This is an optimization exercise on Yosys and OpenROAD, whose aim is small area and a short achievable clock period, not a production implementation.
The RTL was checked by simulation tests, not by an equivalence proof against the original design.
Power and IR drop assume default switching activity.

## run A
Design trail_core, start of the top module:
module trail_core (
    input  wire        clk,
    input  wire        rst,
    input  wire [7:0]  cfg_filt_n,
    input  wire [1:0]  cfg_decode,    
    input  wire        cfg_invert,
    input  wire [4:0]  cfg_pint,      
    input  wire [23:0] cfg_still,     
    input  wire        enc_a,
    input  wire        enc_b,
    input  wire        preset,        
    input  wire [55:0] preset_val,
    output wire [63:0] pos,
    output wire [31:0] spd,
    output wire [1:0]  spd_state,     
    output wire        speed_valid,
    output wire        dir,           
    output wire        illegal,       
    output wire [15:0] illegal_cnt
);
For scale: ~1100 flip-flops, about 220 I/O pins, about 0.080 sq mm of cells after synthesis.
==> flow/config.mk <==
export PLATFORM = sky130hd
export DESIGN_NAME = trail_core
export DESIGN_NICKNAME = trail_core
export VERILOG_FILES = /design/flow/design.v
export SDC_FILE = /design/flow/constraint.sdc
export NUM_CORES = 4
export LEC_CHECK = 0
export ABC_AREA = 1
export CAP_MARGIN = 20
export CORE_MARGIN = 2
export CORE_UTILIZATION = 70
export CTS_CLUSTER_DIAMETER = 120
export CTS_CLUSTER_SIZE = 25
export SLEW_MARGIN = 20
==> flow/constraint.sdc <==
create_clock -name core_clock -period 220.0 [get_ports {clk}]
set_input_delay 44.0000 -clock core_clock [delete_from_list [all_inputs] [get_ports {clk}]]
set_output_delay 44.0000 -clock core_clock [all_outputs]
set_load 0.01 [all_outputs]
run.sh (not shown) runs the stock make flow with config.mk's settings and CLKGATE_MAP_FILE= SYNTH_SCRIPT=/design/flow/synth_recipe.tcl, a recipe that flattens the netlist after the stock synthesis.
> inputs changed (run A -> run B)
--- a/flow/design.v
+++ b/flow/design.v
@@ -58,34 +58,35 @@
             cb <= (db && !rdy_b) ? cb + 8'd1 : 8'd0;
             if (ea) fa <= enc_a;
             if (eb) fb <= enc_b;
         end
     end
     wire ok_a  = !dec[1] || !fa;          
     wire ok_b  = (dec == 2'd0);
     wire dir_a = (fa ^ fb) ^ inv;
     wire dir_b = !(fa ^ fb) ^ inv;
     wire is_ill = ea && eb;
     wire cev    = (ea && !eb && ok_a) || (eb && !ea && ok_b);
     wire ev_dir = ea ? dir_a : dir_b;
-    reg  [23:0] dt;
+    reg  [23:0] dt_n;
+    reg         dt_z;
+    wire [23:0] dt     = dt_z ? 24'd0 : dt_n;
     wire        dt_sat = (dt == DT_MAX);
     wire [23:0] dt_inc;
     trail_add #(.W(24)) u_dt (.a(dt), .b(24'd0), .ci(1'b1), .y(dt_inc));
     wire [23:0] s_next = dt_sat ? DT_MAX : dt_inc;
     wire        dt_rst = preset || cev;
     always @(posedge clk) begin
-        if (rst)         dt <= 24'd0;
-        else if (dt_rst) dt <= 24'd0;
-        else             dt <= s_next;
+        dt_z <= rst || dt_rst;
+        dt_n <= s_next;
     end
     reg [31:0] now;
     reg [31:0] hist [0:15];
     reg        hpend;
     wire [31:0] now_inc;
     trail_add #(.W(32)) u_now (.a(now), .b(32'd0), .ci(1'b1), .y(now_inc));
     reg [4:0]  nint;
     reg [1:0]  state;
     reg        sdir_ok, sdir;
     reg [23:0] last_int;
     reg [23:0] idle_rem;          
     wire [4:0] nint_next = (nint == 5'd16) ? 5'd16 : nint + 5'd1;
@@ -103,36 +104,42 @@
     wire decay   = (s_next > last_int);
     wire [23:0] idle_dec;
     trail_add #(.W(24)) u_idle (.a(idle_rem), .b(~24'd0), .ci(1'b0), .y(idle_dec));
     reg [1:0] op;
     always @(*) begin
         if (is_ill)       op = OP_ZERO;
         else if (cev)     op = e_meas ? OP_MEAS : e_hold ? OP_HOLD : OP_ZERO;
         else if (timeout) op = OP_ZERO;
         else if (decay)   op = OP_DECAY;
         else              op = OP_HOLD;
     end
     always @(posedge clk) begin
-        now <= now_inc;
+        if (rst) now <= 32'd0;
+        else     now <= now_inc;
         if (rst) hpend <= 1'b0;
         else     hpend <= cev;
         if (hpend) begin
             for (h = 15; h > 0; h = h - 1)
                 hist[h] <= hist[h-1];
             hist[0] <= now;
         end
     end
     always @(posedge clk) begin
         if (rst) begin
-            state <= ST_STILL;
+            state    <= ST_STILL;
+            sdir_ok  <= 1'b0;
+            sdir     <= 1'b0;
+            nint     <= 5'd0;
+            last_int <= 24'd0;
+            idle_rem <= still_n;
         end else if (is_ill) begin
             state    <= ST_STARTING;
             sdir_ok  <= 1'b0;
             idle_rem <= still_n;
         end else if (cev) begin
             state    <= st_new ? ST_STARTING : same ? ST_RUNNING : ST_REVERSED;
             sdir_ok  <= 1'b1;
             sdir     <= ev_dir;
             nint     <= e_meas ? nint_next : 5'd0;
             last_int <= s_next;
             idle_rem <= still_n;
         end else begin
@@ -294,26 +301,26 @@
         end
     end
     reg [33:0] pacc;
     reg        psat;
     wire [30:0] a = x_m;
     reg [33:0] px, py;
     reg        psat_in;
     always @(*) begin
         psat_in = 1'b0;
         px = 34'd0;
         py = 34'd0;
         if (!x_ch) begin
-            psat_in = psat;
-            px = pacc;
+            psat_in = psat && !dt_z;
+            px = dt_z ? 34'd0 : pacc;
             py = dt_sat ? 34'd0 : {3'd0, a};
         end else begin
             case (dt)
                 24'd0: begin px = 34'd0;          py = {3'd0, a}; end
                 24'd1: begin px = {2'd0, a, 1'b0}; py = 34'd0;     end
                 24'd2: begin px = {2'd0, a, 1'b0}; py = {3'd0, a}; end
                 24'd3: begin px = {1'd0, a, 2'b0}; py = 34'd0;     end
                 default: psat_in = (a != 31'd0);
             endcase
         end
     end
     wire [33:0] psum = px + py;
@@ -333,31 +340,26 @@
             if (gj + 22 < 30) begin : hi
                 assign pk[gj][29:gj + 22] = pk[gj+1][29:gj + 22];
             end
             assign pk[gj][gj + 21:gj] = nb ? y : pk[gj+1][gj + 21:gj];
             if (gj > 0) begin : lo
                 assign pk[gj][gj - 1:0] = pk[gj+1][gj - 1:0];
             end
         end
     endgenerate
     wire       psat_n = psat_in || p255;
     wire [7:0] trav_n = psat_n ? 8'd255 : pq;
     always @(posedge clk) begin
-        if (rst || dt_rst) begin
-            pacc <= 34'd0;
-            psat <= 1'b0;
-        end else begin
-            pacc <= psum;
-            psat <= psat_n;
-        end
+        pacc <= psum;
+        psat <= psat_n;
     end
     reg [55:0] pos_hi;
     reg [7:0]  pos_lo;
     reg        pf;
     reg        pdir;
     wire       valid_n = !state_d[2][0];
     wire       tr_nz   = valid_n && (trav_n != 8'd0);
     wire       pf_n    = !pdir && tr_nz;
     wire [55:0] ph_inc, ph_dec;
     trail_add #(.W(56)) u_phi (.a(pos_hi), .b(56'd0),  .ci(1'b1), .y(ph_inc));
     trail_add #(.W(56)) u_phd (.a(pos_hi), .b(~56'd0), .ci(1'b0), .y(ph_dec));
     wire up_ok   = pdir || pf;
==> comparison <==
- Comparing run A with run B, the required time of the critical path came out essentially unchanged.
- Run B vs run A: delay of the slowest cell on the worst path up
- Count of filler cells inserted in the layout (lower): run B
- Cell area for run B: about 0.5% down relative to run A
- Taking run A as the reference point, the worst vdd rail ir drop of run B rises by 88%.


Setup of v6:
Another version of the RTL of trail_core (not shown whole).
Size in the first run: ~1100 flip-flops, roughly 220 I/O pins.
Settings: LEC_CHECK=0, ABC_AREA=1, CAP_MARGIN=20, CORE_MARGIN=2, CORE_UTILIZATION=70, SLEW_MARGIN=20; clock period 220.0 ns.
Input-level comparison between v7 and v6:
diff --git a/flow/design.v b/flow/design.v
--- a/flow/design.v
+++ b/flow/design.v
@@ -180,14 +180,15 @@
                       (a_k == 4'd10) ? 6'd40 :
                       (a_k == 4'd11) ? 6'd44 :
                       (a_k == 4'd12) ? 6'd48 :
                       (a_k == 4'd13) ? 6'd52 :
                       (a_k == 4'd14) ? 6'd55 :
                       6'd59;
     wire a_sat = (a_d[31:6] == 26'd0) && (a_d[5:0] <= a_slim);
+    localparam [30:0] FASTROWS = 31'h7ffff7e;    
     wire [36:0] rr [0:31];        
     wire [30:0] qq;
     reg [1:0]  b_op;
     reg        b_sgn, b_sat;
     reg [31:0] b_d;
     reg [36:12] b_r;
     reg [30:17] b_q;
@@ -214,15 +215,15 @@
                 assign hz = 1'b1;
             end else begin : narrow
                 assign dw = dv[W-1:0];
                 assign hz = ~|dv[31:W];
             end
             wire [W-1:0] y;
             wire         nb;
-            trail_divrow #(.W(W)) u (.x(rin[gi +: W]), .d(dw), .nb(nb), .y(y));
+            trail_divrow #(.W(W), .FAST(FASTROWS[gi])) u (.x(rin[gi +: W]), .d(dw), .nb(nb), .y(y));
             wire take = hz & nb;
             assign qq[gi] = take;
             if (gi + W < 37) begin : hi
                 assign rr[gi][36:gi + W] = rin[36:gi + W];
             end
             assign rr[gi][gi + W - 1:gi] = take ? y : rin[gi + W - 1:gi];
             if (gi > 0) begin : lo
@@ -402,31 +403,38 @@
     assign spd_state   = state_d[3];
     assign speed_valid = !state_d[3][0];
     assign dir         = pdir;
     assign illegal     = ill_q;
     assign illegal_cnt = ill_cnt;
 endmodule
 module trail_divrow #(
-    parameter integer W = 33
+    parameter integer W = 33,
+    parameter         FAST = 1'b1
 ) (
     input  wire [W-1:0] x,
     input  wire [W-1:0] d,
     output wire         nb,
     output wire [W-1:0] y
 );
     wire [W-1:0] g = ~x & d;
     wire [W-1:0] p = ~(x ^ d);
     wire [W:0]   b;
     assign b[0] = 1'b0;
     genvar j;
     generate
-        for (j = 0; j < W; j = j + 2) begin : step
-            assign b[j+1] = g[j] | (p[j] & b[j]);
-            if (j + 1 < W) begin : pair
-                assign b[j+2] = g[j+1] | (p[j+1] & g[j]) | (p[j+1] & p[j] & b[j]);
+        if (FAST) begin : la
+            for (j = 0; j < W; j = j + 2) begin : step
+                assign b[j+1] = g[j] | (p[j] & b[j]);
+                if (j + 1 < W) begin : pair
+                    assign b[j+2] = g[j+1] | (p[j+1] & g[j]) | (p[j+1] & p[j] & b[j]);
+                end
+            end
+        end else begin : rip
+            for (j = 0; j < W; j = j + 1) begin : step
+                assign b[j+1] = g[j] | (p[j] & b[j]);
             end
         end
     endgenerate
     assign y  = x ^ d ^ b[W-1:0];
     assign nb = ~b[W];
 endmodule
 module trail_add #(
--- outcome ---
- Pin count of the biggest net entering global routing in v7 vs v6: down about 11%
- Between v6 and v7, the difference in power after layout is negligible.
- On final area: between v6 and v7, it ends up lower for v7.
- Initial antenna violation count ends up higher on v6.
- Diff v6 -> v7 | depth of the worst register-to-register path | increase of 4
- Taking v6 as the reference, in v7 clock share of power increased 0.9 points; total detailed-routing wirelength down 0.31%; count of routing violations after the opening detailed-route iteration saw an increase.
- v7 vs v6 on combinational group share of total power: v7 is the lower one.
- The final reports for v7 and v6 show sequential cell area share higher in the former.
- Of v6 and v7, the run reporting the lower sequential share of the synthesized area was v6.
- Diff v6 -> v7 | maximum frequency from static timing analysis | up slightly
- Looking at initial cell density of the core, v7 sits 0.21 points lower than v6 does.


Setup of 10-05:
Another version of the RTL of trail_core (not shown whole).
Size: roughly 9100 cells after synthesis, about 1100 flip-flops, about 0.080 mm2 of cells after synthesis.
clock: 220.0 ns
lec_check: 0
abc_area: 1
cap_margin: 20
core_margin: 2
core_utilization: 70
cts_cluster_diameter: 120
cts_cluster_size: 25
slew_margin: 20
diff inputs: 10-05 => 07-26
-- flow/design.v --
<<< 10-05, line 65
    wire dir_a = (fa ^ fb) ^ inv;
    wire dir_b = !(fa ^ fb) ^ inv;
    wire is_ill = ea && eb;
    wire cev    = (ea && !eb && ok_a) || (eb && !ea && ok_b);
    wire ev_dir = ea ? dir_a : dir_b;
    reg  [23:0] dt;
    wire        dt_sat = (dt == DT_MAX);
>>> 07-26, line 65
    wire dir_a = (fa ^ fb) ^ inv;
    wire dir_b = !(fa ^ fb) ^ inv;
    wire k_a    = rdy_a && ok_a;
    wire k_b    = rdy_b && ok_b;
    wire k_ab   = (rdy_a && !rdy_b && ok_a) || (rdy_b && !rdy_a && ok_b);
    wire d_ab   = rdy_a ? dir_a : dir_b;
    wire is_ill = da && db && rdy_a && rdy_b;
    wire cev    = da ? (db ? k_ab : k_a) : (db && k_b);
    wire ev_dir = da ? d_ab : dir_b;
    reg  [23:0] dt;
    wire        dt_sat = (dt == DT_MAX);
<<< 10-05, line 113
    end
    always @(posedge clk) begin
        if (rst) now <= 32'd0;
        else     now <= now_inc;
        if (rst) hpend <= 1'b0;
        else     hpend <= cev;
>>> 07-26, line 117
    end
    always @(posedge clk) begin
        now <= now_inc;
        if (rst) hpend <= 1'b0;
        else     hpend <= cev;
<<< 10-05, line 125
    always @(posedge clk) begin
        if (rst) begin
            state    <= ST_STILL;
            sdir_ok  <= 1'b0;
            sdir     <= 1'b0;
            nint     <= 5'd0;
            last_int <= 24'd0;
            idle_rem <= still_n;
        end else if (is_ill) begin
            state    <= ST_STARTING;
>>> 07-26, line 128
    always @(posedge clk) begin
        if (rst) begin
            state <= ST_STILL;
        end else if (is_ill) begin
            state    <= ST_STARTING;
<<< 10-05, line 367
    trail_add #(.W(56)) u_phi (.a(pos_hi), .b(56'd0),  .ci(1'b1), .y(ph_inc));
    trail_add #(.W(56)) u_phd (.a(pos_hi), .b(~56'd0), .ci(1'b0), .y(ph_dec));
    wire up_ok   = pdir || pf;
    wire ph_up   = cev ? (ev_dir && up_ok)   : (pf && !pf_n);
    wire ph_dn   = cev ? (!ev_dir && !up_ok) : (!pf && pf_n);
    always @(posedge clk) begin
        if (rst)         pos_hi <= 56'd0;
        else if (preset) pos_hi <= preset_val;
        else if (ph_up)  pos_hi <= ph_inc;
        else if (ph_dn)  pos_hi <= ph_dec;
    end
    always @(posedge clk) begin
        if (rst) begin
            pos_lo <= 8'd0;
            pf     <= 1'b0;
            pdir   <= 1'b1;
        end else if (preset) begin
            pos_lo <= 8'd0;
            pf     <= 1'b0;
>>> 07-26, line 365
    trail_add #(.W(56)) u_phi (.a(pos_hi), .b(56'd0),  .ci(1'b1), .y(ph_inc));
    trail_add #(.W(56)) u_phd (.a(pos_hi), .b(~56'd0), .ci(1'b0), .y(ph_dec));
    always @(posedge clk) begin
        if (rst) begin
            pos_hi <= 56'd0;
            pos_lo <= 8'd0;
            pf     <= 1'b0;
            pdir   <= 1'b1;
        end else if (preset) begin
            pos_hi <= preset_val;
            pos_lo <= 8'd0;
            pf     <= 1'b0;
<<< 10-05, line 388
            pos_lo <= 8'd0;
            pf     <= 1'b0;
        end else begin
            pf     <= pf_n;
            pos_lo <= !tr_nz ? 8'd0 : pdir ? trav_n : -trav_n;
        end
    end
>>> 07-26, line 379
            pos_lo <= 8'd0;
            pf     <= 1'b0;
            if (pdir) pos_hi <= ev_dir ? ph_inc : pos_hi;
            else      pos_hi <= ev_dir ? (pf ? ph_inc : pos_hi) : (pf ? pos_hi : ph_dec);
        end else begin
            pf     <= pf_n;
            pos_lo <= !tr_nz ? 8'd0 : pdir ? trav_n : -trav_n;
            if (pf && !pf_n)      pos_hi <= ph_inc;
            else if (!pf && pf_n) pos_hi <= ph_dec;
        end
    end
--- outcome ---
Looking at worst setup path startpoint, the enc_b result is from 10-05; the enc_a one comes from 07-26. Power consumption on 07-26 is ahead of 10-05. Delta (07-26 minus 10-05): total wirelength of the detailed-routed design +1.3%, layout overhead on the synthesized area saw little to no change, worst hold slack moved up, placed instance count grew by 0.46%. The die used by 07-26 is larger than the one used by 10-05. Compared with 10-05, 07-26 shows wire length of the first global-routing pass that has gone up slightly.

==> afterwards: timing with drivers on the ports <==
How much do the figures lean on ideal ports? The routed layouts below were timed once more, with nothing changed but the port constraints. Step 1: set_driving_cell puts a clkbuf_16 on clk and a buf_2 on each other input, an assumption about the parent block. Step 2 times the ports against the registers' clock, not the clock port: input delays grow and output delays shrink by t, the midpoint of the rising clock arrivals with the driver on. a / b / c = no drivers / after step 1 / after step 2; a / b = the first two.
run	t (ns)	setup WS [ns]	worst hold slack (ns)
run A	0.775	172.043 / 172.091 / 171.315	0.291 / 0.291 / 0.291
run B	0.792	171.823 / 171.871 / 171.079	0.321 / 0.321 / 0.321
v6	0.802	172.224 / 172.235 / 171.433	0.324 / 0.324 / 0.324
v7	0.797	172.424 / 172.424 / 171.683	0.324 / 0.324 / 0.324
10-05	0.778	171.370 / 171.414 / 170.636	0.308 / 0.308 / 0.308
07-26	0.767	171.997 / 172.034 / 171.267	0.315 / 0.315 / 0.315
After both steps setup and hold are still met in every run listed. The setup slack of v6, which loses most, moves by +0.011 ns with the drivers and by -0.791 ns with both steps.
